Background: an optimization exercise with open tools, aiming at small area and a short achievable clock period. Do not read the settings as production practice.
Only simulation tests tie the RTL to the original design; equivalence was not proved.

## lane 3
==> flow/design.v <==
module fp_narrow (
    input  wire        clk,
    input  wire        rst,           
    input  wire        in_valid,
    input  wire [31:0] in_x,          
    input  wire [3:0]  in_fmt,        
    input  wire [2:0]  in_rmode,      
    input  wire        in_sat,        
    input  wire [15:0] in_r,          
    output reg         out_valid,
    output reg  [15:0] out_y,         
    output reg         out_ovf,       
    output reg         out_nan,       
    output reg         out_err        
);
    wire a_bf  = in_fmt == 4'h1;
    wire a_h   = in_fmt == 4'h2;
    wire a_e43 = in_fmt == 4'h3;
    wire a_e52 = in_fmt == 4'h4;
    wire a_e32 = in_fmt == 4'h7;
    wire a_e23 = in_fmt == 4'h8;
    wire a_e21 = in_fmt == 4'h9;
    wire a_int = in_fmt == 4'hA;
    wire a_fok = a_bf | a_h | a_e43 | a_e52 | a_e32 | a_e23 | a_e21 | a_int;
    wire a_finf = a_bf | a_h | a_e52;             
    wire a_rne = in_rmode == 3'd0;
    wire a_rup = in_rmode == 3'd2;
    wire a_rdn = in_rmode == 3'd3;
    wire a_sr  = in_rmode == 3'd4;
    wire a_err = ~a_fok | (in_rmode > 3'd4);
    wire        a_s    = in_x[31];
    wire [7:0]  ex     = in_x[30:23];
    wire [22:0] fr     = in_x[22:0];
    wire        ex_z   = ex == 8'h00;
    wire        ex_o   = ex == 8'hFF;
    wire        fr_z   = fr == 23'd0;
    wire [7:0]  eeff   = {ex[7:1], ex[0] | ex_z};
    reg [4:0] kq;         
    reg [4:0] rmin;
    reg       normal, allout;
    always @* begin
        kq = 5'd5; rmin = 5'd3; normal = 1'b1; allout = 1'b0;
        if (a_h)   begin kq = 5'd18; rmin = 5'd0; normal = eeff >= 8'd113; allout = eeff < 8'd84;  end
        if (a_e43) begin kq = 5'd1;  rmin = 5'd7; normal = eeff >= 8'd121; allout = eeff < 8'd100; end
        if (a_e52) begin kq = 5'd26; rmin = 5'd8; normal = eeff >= 8'd113; allout = eeff < 8'd92;  end
        if (a_e32) begin kq = 5'd6;  rmin = 5'd8; normal = eeff >= 8'd125; allout = eeff < 8'd104; end
        if (a_e23) begin kq = 5'd7;  rmin = 5'd7; normal = eeff >= 8'd127; allout = eeff < 8'd104; end
        if (a_e21) begin kq = 5'd9;  rmin = 5'd9; normal = eeff >= 8'd127; allout = eeff < 8'd108; end
        if (a_int) begin kq = 5'd4;  rmin = 5'd4; normal = eeff >= 8'd127; allout = eeff < 8'd104; end
    end
    wire [4:0] ne = ~eeff[4:0];
    wire [4:0] sg = kq & ne, sp = kq ^ ne;
    wire [4:0] sc;
    assign sc[0] = 1'b0;
    assign sc[1] = sg[0];
    assign sc[2] = sg[1] | (sp[1] & sg[0]);
    assign sc[3] = sg[2] | (sp[2] & sg[1]) | (sp[2] & sp[1] & sg[0]);
    assign sc[4] = sg[3] | (sp[3] & sg[2]) | (sp[3] & sp[2] & sg[1]) | (sp[3] & sp[2] & sp[1] & sg[0]);
    wire [1:0] a_slo = sp[1:0] ^ sc[1:0];
    wire       a_c2  = sc[2];
    wire a_dir    = (a_rup & ~a_s) | (a_rdn & a_s);
    reg        v_q;
    reg        s_q, err_q, sat_q;
    reg        rne_q, sr_q, dir_q, normal_q, allout_q;
    reg [3:0]  fmt_q;
    reg [1:0]  slo_q;
    reg        c2_q;
    reg [2:0]  khi_q, nhi_q;
    reg [7:0]  ex_q;
    reg [23:0] m_q;
    reg [15:0] r_q;
    always @(posedge clk) begin
        if (rst) v_q <= 1'b0;
        else     v_q <= in_valid;
        s_q       <= a_s;
        err_q     <= a_err;
        sat_q     <= in_sat;
        rne_q     <= a_rne;
        sr_q      <= a_sr;
        dir_q     <= a_dir;
        normal_q  <= normal;
        allout_q  <= allout;
        fmt_q     <= in_fmt;
        slo_q     <= a_slo;
        c2_q      <= a_c2;
        khi_q     <= kq[4:2];
        nhi_q     <= ne[4:2];
        ex_q      <= ex;
        m_q       <= {~ex_z, fr};
        r_q       <= in_r;
    end
    wire f_bf  = fmt_q == 4'h1;
    wire f_h   = fmt_q == 4'h2;
    wire f_e43 = fmt_q == 4'h3;
    wire f_e52 = fmt_q == 4'h4;
    wire f_e32 = fmt_q == 4'h7;
    wire f_e23 = fmt_q == 4'h8;
    wire f_e21 = fmt_q == 4'h9;
    wire f_int = fmt_q == 4'hA;
    reg [4:0] rmin_q;
    always @* begin
        rmin_q = 5'd3;
        if (f_h)   rmin_q = 5'd0;
        if (f_e43) rmin_q = 5'd7;
        if (f_e52) rmin_q = 5'd8;
        if (f_e32) rmin_q = 5'd8;
        if (f_e23) rmin_q = 5'd7;
        if (f_e21) rmin_q = 5'd9;
        if (f_int) rmin_q = 5'd4;
    end
    wire [2:0] shi   = khi_q + nhi_q + {2'd0, c2_q};
    wire [4:0] sum_q = {shi, slo_q};
    wire [4:0] rsh_q = normal_q ? rmin_q : allout_q ? 5'd31 : sum_q;
    reg [14:0] ehi;
    always @* begin
        ehi = 15'd0;
        if (f_bf)  ehi = {ex_q, 7'd0};
        if (f_h)   ehi = {~ex_q[4], ex_q[3:0], 10'd0};
        if (f_e43) ehi = {8'd0, ~ex_q[3], ex_q[2:0], 3'd0};
        if (f_e52) ehi = {8'd0, ~ex_q[4], ex_q[3:0], 2'd0};
        if (f_e32) ehi = {10'd0, ~ex_q[2], ex_q[1:0], 2'd0};
        if (f_e23) ehi = {10'd0, ~ex_q[1], ex_q[0], 3'd0};
        if (f_e21) ehi = {12'd0, ~ex_q[1], ex_q[0], 1'd0};
        if (f_int) ehi = {8'd0, ex_q[0], 6'd0};
        if (!normal_q) ehi = 15'd0;
    end
    wire [22:0] fq = m_q[22:0];
    reg over_lo, eq_max;
    always @* begin
        over_lo = 1'b0; eq_max = 1'b0;
        if (f_bf)  begin over_lo = 1'b0;
                         eq_max  = (ex_q == 8'd254) & (&fq[22:16]); end
        if (f_h)   begin over_lo = ex_q >= 8'd143;
                         eq_max  = (ex_q == 8'd142) & (&fq[22:13]); end
        if (f_e43) begin over_lo = (ex_q >= 8'd136) | ((ex_q == 8'd135) & (&fq[22:20]));
                         eq_max  = (ex_q == 8'd135) & (fq[22:20] == 3'b110); end
        if (f_e52) begin over_lo = ex_q >= 8'd143;
                         eq_max  = (ex_q == 8'd142) & (&fq[22:21]); end
        if (f_e32) begin over_lo = ex_q >= 8'd132;
                         eq_max  = (ex_q == 8'd131) & (&fq[22:21]); end
        if (f_e23) begin over_lo = ex_q >= 8'd130;
                         eq_max  = (ex_q == 8'd129) & (&fq[22:20]); end
        if (f_e21) begin over_lo = ex_q >= 8'd130;
                         eq_max  = (ex_q == 8'd129) & fq[22]; end
        if (f_int) begin over_lo = ex_q >= 8'd128;
                         eq_max  = (ex_q == 8'd127) & (&fq[22:17]); end
    end
    wire b_exo      = &ex_q;
    wire b_frz      = m_q[22:0] == 23'd0;
    wire nan_q     = b_exo & ~b_frz & ~err_q;
    wire inf_q     = b_exo & b_frz & ~err_q;
    wire f_finf    = f_bf | f_h | f_e52;            
    wire infpass_q = inf_q & f_finf & ~sat_q;
    wire toinf_q   = ~sat_q & (f_finf | f_e43) & (inf_q | rne_q | sr_q | dir_q);
    wire ovf0_q  = ~err_q & ~nan_q & (inf_q ? ~infpass_q : over_lo);
    wire eqmax_q = eq_max;
    wire [26:0] mx = {m_q[23] & ~normal_q, m_q[22:0], 3'b000};
    wire [26:0] s0 = rsh_q[0] ? {1'd0, mx[26:1]}   : mx;
    wire [26:0] s1 = rsh_q[1] ? {2'd0, s0[26:2]}   : s0;
    wire [26:0] s2 = rsh_q[2] ? {4'd0, s1[26:4]}   : s1;
    wire [26:0] s3 = rsh_q[3] ? {8'd0, s2[26:8]}   : s2;
    wire [26:0] yy = rsh_q[4] ? {16'd0, s3[26:16]} : s3;
    wire [10:0] lo = yy[26:16];
    wire [15:0] t  = yy[15:0];
    wire [23:11] pm;
    assign pm[11] = m_q[11:0] != 12'd0;
    genvar gi;
    generate for (gi = 12; gi < 24; gi = gi + 1) begin : g_pm
        assign pm[gi] = pm[gi-1] | m_q[gi];
    end endgenerate
    wire below = (rsh_q >= 5'd12) ? pm[23] : pm[5'd11 + rsh_q[3:0]];
    wire inexact = below | t[15];
    wire [15:0] g0 = t & r_q, p0 = t | r_q;
    wire [7:0]  g1, p1;
    wire [3:0]  g2, p2;
    wire [1:0]  g3;
    wire [1:0]  p3;
    generate
        for (gi = 0; gi < 8; gi = gi + 1) begin : g_l1
            assign g1[gi] = g0[2*gi+1] | (p0[2*gi+1] & g0[2*gi]);
            assign p1[gi] = p0[2*gi+1] & p0[2*gi];
        end
        for (gi = 0; gi < 4; gi = gi + 1) begin : g_l2
            assign g2[gi] = g1[2*gi+1] | (p1[2*gi+1] & g1[2*gi]);
            assign p2[gi] = p1[2*gi+1] & p1[2*gi];
        end
        for (gi = 0; gi < 2; gi = gi + 1) begin : g_l3
            assign g3[gi] = g2[2*gi+1] | (p2[2*gi+1] & g2[2*gi]);
            assign p3[gi] = p2[2*gi+1] & p2[2*gi];
        end
    endgenerate
    wire sr_up = g3[1] | (p3[1] & g3[0]);
    wire up = (rne_q & t[15] & (below | lo[0])) | (dir_q & inexact) | (sr_q & sr_up);
    wire [14:0] code_lo = ehi | {4'd0, lo};
    wire ovf = ovf0_q | (eqmax_q & up) | (sr_q & ~f_int & eqmax_q & inexact);
    wire        neg     = s_q & f_int;
    wire [14:0] cx      = code_lo ^ {15{neg}};
    wire [14:0] cx1     = cx + 15'd1;
    wire [14:0] fin_mag = (up ^ neg) ? cx1 : cx;
    reg [15:0] sbit, maxc, infc, nanc;
    always @* begin
        sbit = 16'd0; maxc = 16'd0; infc = 16'd0; nanc = 16'd0;
        if (f_bf)  begin sbit = {s_q, 15'd0}; maxc = 16'h7F7F; infc = 16'h7F80; nanc = 16'h7FC0; end
        if (f_h)   begin sbit = {s_q, 15'd0}; maxc = 16'h7BFF; infc = 16'h7C00; nanc = 16'h7E00; end
        if (f_e43) begin sbit = {8'd0, s_q, 7'd0}; maxc = 16'h007E; infc = 16'h007F; nanc = 16'h007F; end
        if (f_e52) begin sbit = {8'd0, s_q, 7'd0}; maxc = 16'h007B; infc = 16'h007C; nanc = 16'h007E; end
        if (f_e32) begin sbit = {10'd0, s_q, 5'd0}; maxc = 16'h001F; end
        if (f_e23) begin sbit = {10'd0, s_q, 5'd0}; maxc = 16'h001F; end
        if (f_e21) begin sbit = {12'd0, s_q, 3'd0}; maxc = 16'h0007; end
        if (f_int) begin maxc = s_q ? 16'h0081 : 16'h007F; end
    end
    wire [15:0] ovf_y = toinf_q ? (f_e43 ? infc : (sbit | infc))
                                : (f_int ? maxc : (sbit | maxc));
    wire [15:0] fin_y = f_int ? {8'd0, fin_mag[7:0]} : (sbit | {1'b0, fin_mag});
    wire [15:0] y = err_q ? 16'd0 :
                    nan_q ? nanc :
                    (ovf | infpass_q) ? ovf_y : fin_y;
    always @(posedge clk) begin
        if (rst) out_valid <= 1'b0;
        else     out_valid <= v_q;
        out_y   <= y;
        out_ovf <= ovf & ~nan_q & ~err_q;
        out_nan <= nan_q;
        out_err <= err_q;
    end
endmodule
Settings: LEC_CHECK=0, ABC_AREA=1, CAP_MARGIN=20, CORE_MARGIN=2, CORE_UTILIZATION=40, CTS_BUF_LIST=sky130_fd_sc_hd__clkbuf_8, SLEW_MARGIN=20; clock period 14.0 ns.
standard.sh (not shown) runs the stock make flow with config.mk's settings and CLKGATE_MAP_FILE= SYNTH_SCRIPT=/design/flow/synth_recipe.tcl, a recipe that flattens the netlist after the stock synthesis.
==> flow/flow/run.sh <==
#!/bin/bash
# The standard layout, with plain buf_1 cells (not delay buffers) on the ports,
# and timing repair asked for 10 ns of setup margin (the clock and the
# constraints are the design's).
set -euo pipefail
export BUFFER_PORTS_ARGS="-buffer_cell sky130_fd_sc_hd__buf_1"
export SETUP_SLACK_MARGIN=10
bash standard.sh > make_finish.log 2>&1
Lane 3 ended with every stage complete and zero timing, DRC or antenna violations.
Modified inputs, lane 4 compared to lane 3
--- a/flow/design.v
+++ b/flow/design.v
@@ -65,7 +65,7 @@
     reg [3:0]  fmt_q;
     reg [1:0]  slo_q;
     reg        c2_q;
-    reg [2:0]  khi_q, nhi_q;
+    reg [2:0]  khi_q;
     reg [7:0]  ex_q;
     reg [23:0] m_q;
     reg [15:0] r_q;
@@ -84,7 +84,6 @@
         slo_q     <= a_slo;
         c2_q      <= a_c2;
         khi_q     <= kq[4:2];
-        nhi_q     <= ne[4:2];
         ex_q      <= ex;
         m_q       <= {~ex_z, fr};
         r_q       <= in_r;
@@ -108,7 +107,7 @@
         if (f_e21) rmin_q = 5'd9;
         if (f_int) rmin_q = 5'd4;
     end
-    wire [2:0] shi   = khi_q + nhi_q + {2'd0, c2_q};
+    wire [2:0] shi   = khi_q + ~ex_q[4:2] + {2'd0, c2_q};
     wire [4:0] sum_q = {shi, slo_q};
     wire [4:0] rsh_q = normal_q ? rmin_q : allout_q ? 5'd31 : sum_q;
     reg [14:0] ehi;
==> run summary <==
- Between lane 3 and lane 4, length of routed met2 wiring is lower for lane 3, lane 4 comes in above that.
- Changes observed in lane 4 relative to lane 3: maximum number of pins on one net before global-route repair shows a reduction of 4; number of inserted filler cells in the final layout saw a decrease.
- Final worst-path cycle share (higher): lane 3
- Horizontal die dimension, lane 3 and lane 4, lower one = lane 4.
- sky130_fd_sc_hd__a311oi_1 as the cell type of the slowest stage on the worst timing path was reported by lane 4, and sky130_fd_sc_hd__fa_1 by lane 3.
- Minimum period implied by the final worst setup slack was lower in lane 4 than in lane 3.
- On wire length reported by the detailed router, lane 4 does worse than lane 3.
- Lane 4 against lane 3: register-to-register slack down 40 ps; final design utilization down 0.28 points.

what the ideal ports hide:
In the flow no input, the clock included, has a driving cell. The finished layouts below were timed again as built, in two steps.
Step 1, drivers: a clkbuf_16 drives clk and a buf_2 each remaining input, both assumed.
Step 2, shift: input delay + t, output delay - t, t = (earliest + latest rising clock arrival at the registers) / 2. This alone moves slack from input paths to output paths.
Three values: ideal ports, drivers, drivers and shift; two values: the first two.
run | shift t [ns] | setup WS [ns] | worst setup path after step 2 | clock arrival spread, ns | slew at the worst register clock pin (ns)
lane 3 | 0.423 | 10.053 / 10.066 / 9.643 | input to register | 0.017 / 0.018 | 0.10 / 0.10
lane 4 | 0.416 | 10.094 / 10.113 / 9.697 | input to register | 0.012 / 0.012 | 0.09 / 0.09
After both steps setup and hold are still met in every run listed. For lane 3, which loses most, drivers alone change the setup slack by +0.013 ns; drivers and shift together by -0.410 ns.
